Source: an optimization exercise on an open RTL-to-GDS flow (aim: small area, a short achievable clock period and few clock cycles per item). Production flows keep margins and buffers that such runs may drop. In this exercise RTL edits were held to simulation tests only and were not proved equivalent to the original.

File: flow/design.v
module sward_mul16 (
    input  wire [15:0] a,
    input  wire [15:0] b,
    output wire [15:0] y
);
    wire [31:0] p = a * b + 32'd32767;
    wire [32:0] s = {1'b0, p} + {17'd0, p[31:16]} + 33'd1;
    assign y = s[31:16];
endmodule
module sward_layer (
    input  wire [15:0] d_in,      
    input  wire        en,        
    input  wire [15:0] lin,       
    input  wire [15:0] alpha,     
    input  wire [7:0]  opacity,   
    input  wire [2:0]  blend,     
    output reg  [15:0] d_out
);
    localparam OVER = 3'd0, MULT = 3'd1, MAX = 3'd2, MIN = 3'd3, ADD = 3'd4;
    wire [15:0] lin_lim = (lin < alpha) ? lin : alpha;
    wire [15:0] op = {opacity, opacity};
    wire [15:0] s;
    wire [15:0] a;
    sward_mul16 u_op_s (.a(lin_lim), .b(op), .y(s));
    sward_mul16 u_op_a (.a(alpha),   .b(op), .y(a));
    wire [15:0] inv_a = 16'hFFFF - a;
    wire [15:0] s_inv = s + inv_a;           
    wire [15:0] over_m;
    wire [15:0] mult_m;
    sward_mul16 u_over (.a(d_in), .b(inv_a), .y(over_m));
    sward_mul16 u_mult (.a(d_in), .b(s_inv), .y(mult_m));
    wire [16:0] add_s = {1'b0, d_in} + {1'b0, s};
    always @(*) begin
        if (!en)
            d_out = d_in;
        else begin
            case (blend)
                OVER:    d_out = s + over_m;
                MULT:    d_out = mult_m;
                MAX:     d_out = (d_in > s) ? d_in : s;
                MIN:     d_out = (d_in < s_inv) ? d_in : s_inv;
                ADD:     d_out = add_s[16] ? 16'hFFFF : add_s[15:0];
                default: d_out = s;            
            endcase
        end
    end
endmodule
module sward_pixel_backend (
    input  wire        clk,
    input  wire        rst,           
    input  wire        in_valid,
    output wire        in_ready,
    input  wire [3:0]  l_en,          
    input  wire [63:0] l_lin,         
    input  wire [63:0] l_alpha,       
    input  wire [31:0] l_opacity,     
    input  wire [11:0] l_blend,       
    input  wire [15:0] stamp_t,       
    input  wire [15:0] calword,       
    input  wire [15:0] gov_g,         
    input  wire [3:0]  frame,         
    input  wire [1:0]  px_x,          
    input  wire [1:0]  px_y,          
    input  wire [1:0]  dither_mode,   
    output wire        out_valid,
    input  wire        out_ready,
    output wire [7:0]  h_code,
    output wire [7:0]  l_code,
    output wire        clamp          
);
    localparam NL = 4;
    localparam O_MODE = 0;
    localparam O_Y    = 2;
    localparam O_X    = 4;
    localparam O_FR   = 6;
    localparam O_G    = 10;
    localparam O_CAL  = 26;
    localparam O_T    = 42;
    localparam O_BOP  = 58;
    localparam O_OPA  = 70;
    localparam O_ALP  = 102;
    localparam O_LIN  = 166;
    localparam O_EN   = 230;
    localparam BW     = 234;
    wire advance = out_ready || !out_valid;
    assign in_ready = advance;
    wire [BW-1:0] in_bundle = {l_en, l_lin, l_alpha, l_opacity, l_blend, stamp_t,
                               calword, gov_g, frame, px_x, px_y, dither_mode};
    reg  [BW*NL-1:0] bun_r;
    reg  [16*NL-1:0] dacc_r;
    reg  [NL-1:0]    vld_r;
    wire [BW*(NL+1)-1:0] bun  = {bun_r, in_bundle};
    wire [16*(NL+1)-1:0] dacc = {dacc_r, 16'd0};
    wire [NL:0]          vld  = {vld_r, in_valid};
    genvar i;
    generate
        for (i = 0; i < NL; i = i + 1) begin : g_layer
            wire [BW-1:0] b    = bun[BW*i +: BW];
            wire [3:0]    en   = b[O_EN +: 4];
            wire [63:0]   lin  = b[O_LIN +: 64];
            wire [63:0]   alp  = b[O_ALP +: 64];
            wire [31:0]   opa  = b[O_OPA +: 32];
            wire [11:0]   bop  = b[O_BOP +: 12];
            wire [15:0]   dnext;
            sward_layer u_layer (
                .d_in   (dacc[16*i +: 16]),
                .en     (en[i]),
                .lin    (lin[16*i +: 16]),
                .alpha  (alp[16*i +: 16]),
                .opacity(opa[8*i +: 8]),
                .blend  (bop[3*i +: 3]),
                .d_out  (dnext)
            );
            always @(posedge clk) begin
                if (rst)
                    vld_r[i] <= 1'b0;
                else if (advance)
                    vld_r[i] <= vld[i];
                if (advance) begin
                    bun_r[BW*i +: BW]  <= b;
                    dacc_r[16*i +: 16] <= dnext;
                end
            end
        end
    endgenerate
    wire [BW-1:0] bl = bun[BW*NL +: BW];
    wire [15:0] t_f    = bl[O_T +: 16];
    wire [15:0] cal_f  = bl[O_CAL +: 16];
    wire [15:0] g_f    = bl[O_G +: 16];
    wire [3:0]  fr_f   = bl[O_FR +: 4];
    wire [1:0]  x_f    = bl[O_X +: 2];
    wire [1:0]  y_f    = bl[O_Y +: 2];
    wire [1:0]  mode_f = bl[O_MODE +: 2];
    wire [15:0] w;
    sward_mul16 u_stamp (.a(dacc[16*NL +: 16]), .b(t_f), .y(w));
    wire [27:0] wg  = w * cal_f[15:4];
    wire [27:0] wgr = wg + 28'd1024;
    wire [16:0] p   = wgr[27:11];
    reg        v5;
    reg [16:0] p5;
    reg [3:0]  fs5;
    reg [15:0] g5;
    reg [3:0]  k5;
    reg [1:0]  mode5;
    always @(posedge clk) begin
        if (rst)
            v5 <= 1'b0;
        else if (advance)
            v5 <= vld[NL];
        if (advance) begin
            p5    <= p;
            fs5   <= cal_f[3:0];
            g5    <= g_f;
            k5    <= fr_f + {y_f, 2'b00} + {2'b00, x_f};
            mode5 <= mode_f;
        end
    end
    wire [33:0] pg  = p5 * g5;
    wire [33:0] pgr = pg + 34'd16384;
    wire [17:0] q   = pgr[32:15];
    wire        forced = (fs5 > 4'd2);
    wire [17:0] limit  = (fs5 == 4'd0) ? 18'd65535 : 18'd69360;
    wire        over   = (q > limit);
    wire [16:0] dval   = over ? limit[16:0] : q[16:0];
    wire [12:0] v  = dval[16:4];
    wire [3:0]  f  = dval[3:0];
    wire [7:0]  h  = (v[12]) ? 8'd255 : v[11:4];
    reg [3:0] dseq;
    always @(*) begin
        case (k5)
            4'd0:  dseq = 4'd0;   4'd1:  dseq = 4'd8;
            4'd2:  dseq = 4'd4;   4'd3:  dseq = 4'd12;
            4'd4:  dseq = 4'd2;   4'd5:  dseq = 4'd10;
            4'd6:  dseq = 4'd6;   4'd7:  dseq = 4'd14;
            4'd8:  dseq = 4'd1;   4'd9:  dseq = 4'd9;
            4'd10: dseq = 4'd5;   4'd11: dseq = 4'd13;
            4'd12: dseq = 4'd3;   4'd13: dseq = 4'd11;
            4'd14: dseq = 4'd7;   default: dseq = 4'd15;
        endcase
    end
    reg t;
    always @(*) begin
        case (mode5)
            2'd0:    t = (f > dseq);
            2'd1:    t = (f >= 4'd8);
            default: t = 1'b0;
        endcase
    end
    wire [12:0] l_full = v - {1'b0, h, 4'b0000} + {12'd0, t};
    reg       v6;
    reg [7:0] h6, l6;
    reg       c6;
    always @(posedge clk) begin
        if (rst)
            v6 <= 1'b0;
        else if (advance)
            v6 <= v5;
        if (advance) begin
            h6 <= forced ? 8'd0 : h;
            l6 <= forced ? 8'd0 : l_full[7:0];
            c6 <= !forced && over;
        end
    end
    assign out_valid = v6;
    assign h_code    = h6;
    assign l_code    = l6;
    assign clamp     = c6;
endmodule
File: flow/run.sh
#!/bin/bash
# synth_recipe.tcl (not shown) runs the flow's synth.tcl, then flattens the netlist and writes it again
# the make line also repeats each setting of config.mk as NAME=value (left out here)
make -C /OpenROAD-flow-scripts/flow DESIGN_CONFIG=/design/flow/config.mk WORK_HOME=/design/flow/orfs CLKGATE_MAP_FILE= SYNTH_SCRIPT=/design/flow/synth_recipe.tcl finish
File: flow/config.mk
export PLATFORM = sky130hd
export DESIGN_NAME = sward_pixel_backend
export DESIGN_NICKNAME = sward_pixel_backend
export VERILOG_FILES = /design/flow/design.v
export SDC_FILE = /design/flow/constraint.sdc
export NUM_CORES = 4
export LEC_CHECK = 0
export CAP_MARGIN = 20
export CORE_MARGIN = 2
export CORE_UTILIZATION = 40
export PLACE_DENSITY = 0.6
export SLEW_MARGIN = 20
File: flow/constraint.sdc
create_clock -name core_clock -period 25.0 [get_ports {clk}]
set_input_delay 5.0000 -clock core_clock [delete_from_list [all_inputs] [get_ports {clk}]]
set_output_delay 5.0000 -clock core_clock [all_outputs]
set_load 0.01 [all_outputs]
==> notes.md <==
-- worst max-delay path: cells and delay by family (launching register included) --
family	cells	cell delay [ns]
AO/OA/AOI/OAI	35	10.36
buffers and inverters	11	1.13
AND/OR/NAND/NOR	10	1.52
XOR/XNOR	6	1.98
adder cells (fa/ha/maj)	18	7.86
flip-flops	1	0.59
-- kinds of logic after synthesis --
group / share of synthesized area [%]
adders and majority gates: 51.4
and+or+nand+nor: 14.7
buffers and inverters: 10.2
AOI/OAI and AO/OA: 8.57
xor gates and xnor gates: 3.56
DFF: 11.0
muxes: 0.608
other: 0.00219
-- cell type report --
type	count	area [µm²]	area share, %
inverter	4037	15200	8.25
antenna	5	12.5	0.00681
clock buffer	97	2120	1.15
clock inverter	47	452	0.246
multi-input combinational	13400	135000	73.7
sequential	630	18800	10.2
tap	5687	7120	3.87
timing repair buffer	526	4600	2.50
-- cell usage in the layout (no fill, tap or decap), types with 57 or more instances in the layout --
master,instances
mux2i_1,57
nor3_1,151
nand2b_1,143
a21oi_1,634
nor2_1,673
a31oi_1,77
nand3_1,179
xnor2_1,464
a211oi_1,105
inv_1,4017
a21o_1,218
o211ai_1,61
nand4_1,76
xor2_1,182
fa_1,3106
ha_1,2074
o21ai_0,375
clkbuf_16,82
buf_4,270
nand2_1,2221
nor2b_1,217
and3_1,79
clkdlybuf4s50_1,255
edfxtp_1,620
and2_1,1118
o21bai_1,108
o21a_1,118
-- layer usage --
layer / up-vias / GRT usage (%)
met4: 6 / 5.77
met1: 63700 / 27.9
met3: 677 / 2.08
li1: 58600 / -
met2: 3356 / 37.2
met5: - / 0
-- registers in the layout, indices dropped and copies added (netlist names), 8 cells and up --
name and count:
dacc_r 64, h6 8, g_layer.b 438, bl 58, g5 16, p5 17, l6 8
-- path summary, 6_finish.rpt --
kind	from	end	slack (ns)
max	g_layer[2].b[135]$_DFFE_PN_	dacc_r[40]$_DFFE_PN_	1.36
min	g_layer[2].b[52]$_DFFE_PN_	g_layer[3].b[52]$_DFFE_PN_	0.35
max reg2reg	g_layer[2].b[135]$_DFFE_PN_	dacc_r[40]$_DFFE_PN_	1.36
min reg2reg	g_layer[2].b[52]$_DFFE_PN_	g_layer[3].b[52]$_DFFE_PN_	0.35
-- through the flow --
stage | utilization (%) | hold WS [ns] | setup WS (ns) | area, µm²
after floorplan | - | 0.400 | 4.30 | 172000
after global placement | 42.4 | 0.400 | 1.19 | 181000
after detailed placement | 42.4 | 0.405 | 0.863 | 181000
after CTS | 43.0 | 0.342 | 0.904 | 184000
after global routing | 43.0 | 0.348 | 0.0685 | 184000
final | 43.0 | 0.351 | 1.36 | 184000
==> flow_summary.ini <==
[detailed_routing]
antenna_left = 0
highest_layer = met5
drc = 0
wl_per_cell_um = 18.5
via_count = 126000
drtIter0Drc = 7531
wl_met3_um = 23200
drtPass1Iterations = 6
drt-met1-wl_um = 193000
viasPerCell = 5.18
routed_wirelength_um = 452000
dr_wl_met2_um = 222000

[flow_run]
timing.max_cap.violations = 0

[synth]
ys_top_cells_by_count = inv_1, fa_1, nand2_1, ha_1, and2_1
syn_area_um2 = 172000
yosysWarnings = 2
synth_seq_area_share_pct = 11.0
synth_top_cell_by_area = fa_1
synth.distinct_cells = 114
syn_inst = 18700
ys.flop_type = edfxtp_1
synth-seq-cells = 630
yosysTopAreaCellShare_pct = 36.3
syn_area_per_cell_um2 = 9.18
synth-async-reset-ratio_pct = 0
synth_edf_count = 620
synth_most_common_cell = inv_1
synth_area_leaders = fa_1, ha_1, edfxtp_1

[placement]
dp_hpwl_um = 366000
port_buffers = 255
gp_congestion = 0.926
dp_cells = 24300

[worst_hold_path]
hold_depth = 0
hold_class = register to register

[timing]
period_minus_slack_ns = 23.64
fmax_mhz = 42.3
tns_ns = 0
grt_setup_unrepaired = no
tightest_slew_ns = 1.12
worst_slew_margin_rel_pct = 24.8
setup_viol = 0
hold_viol_final = 0
slew_violations = 0
fin_skew_ns = 0.149
post-route-period-util_pct = 94.6

[grt]
grt_usage_pct = 21.2
antenna_found_initial = 8
grt_first_pass_wirelength_um = 734000
grt_pass1_vias = 133000
gr-total-overflow = 0
grt_max_degree = 171

[clock_network]
clockBufferDepth = 4
worstSkewPairLatency_ns = 0.91
cts-root-buf = clkbuf_16
cts_tree = done
htreeDepth = 3
holdBufCountCts = 0
numClockSinks = 630
post_cts_resized = 0
numCtsBuffers = 82
cts_setup_buffers = 0
clk_pin_slew_ns = 0.06

[cells_and_area]
nFillCells = 42100
fin_cells = 24400
drive_above_1_share_pct = 3.16
fin_nets = 24100
area_growth_pct = 7.12

[outcome]
status = no timing/DRC/antenna violations

[critical_path]
critPathSlowestCell = a2111oi_1
cp-end-kind = register
arrival_ns = 24.30
cp_max_fo = 19
cp_slowest_stage_delay_ns = 0.71
cp.required_ns = 25.66
critical_path_class = register to register
worst-r2r-cell-count = 80
start_kind = register
crit_top_cell = fa_1

[floorplanning]
die_x_um = 659
die_area_um2 = 434000
start_util_pct = 40.2
core_um2 = 427000
fp.dieH_um = 659
rows = 240
top_level_ports = 257
Testbench counts, summed over its fixed seeds: cycles 6,448, items 6,400.

## what the ideal ports hide
The results above use ideal ports. As a check the final layout listed here was re-extracted and re-timed, cells and wires unchanged.
Step 1 (the two cells are an assumption about what drives the block):
set clk [get_ports {clk}]
set_driving_cell -lib_cell sky130_fd_sc_hd__clkbuf_16 $clk
set_driving_cell -lib_cell sky130_fd_sc_hd__buf_2 [delete_from_list [all_inputs] $clk]
Step 2 times the ports against the registers' clock, not the clock port: input delays grow and output delays shrink by t, the midpoint of the rising clock arrivals with the driver on.
a / b / c = ideal / step 1 / step 2; a / b = the first two.
t, ns: 0.962
slack for setup (ns): 1.356 / 1.356 / 1.356
worst setup path at the end: register to register
worst register clock-pin slew, ns: 0.08 / 0.08
After both steps setup and hold are still met in this run. The setup slack of this run moves by 0.000 ns with the drivers and by 0.000 ns with both steps.
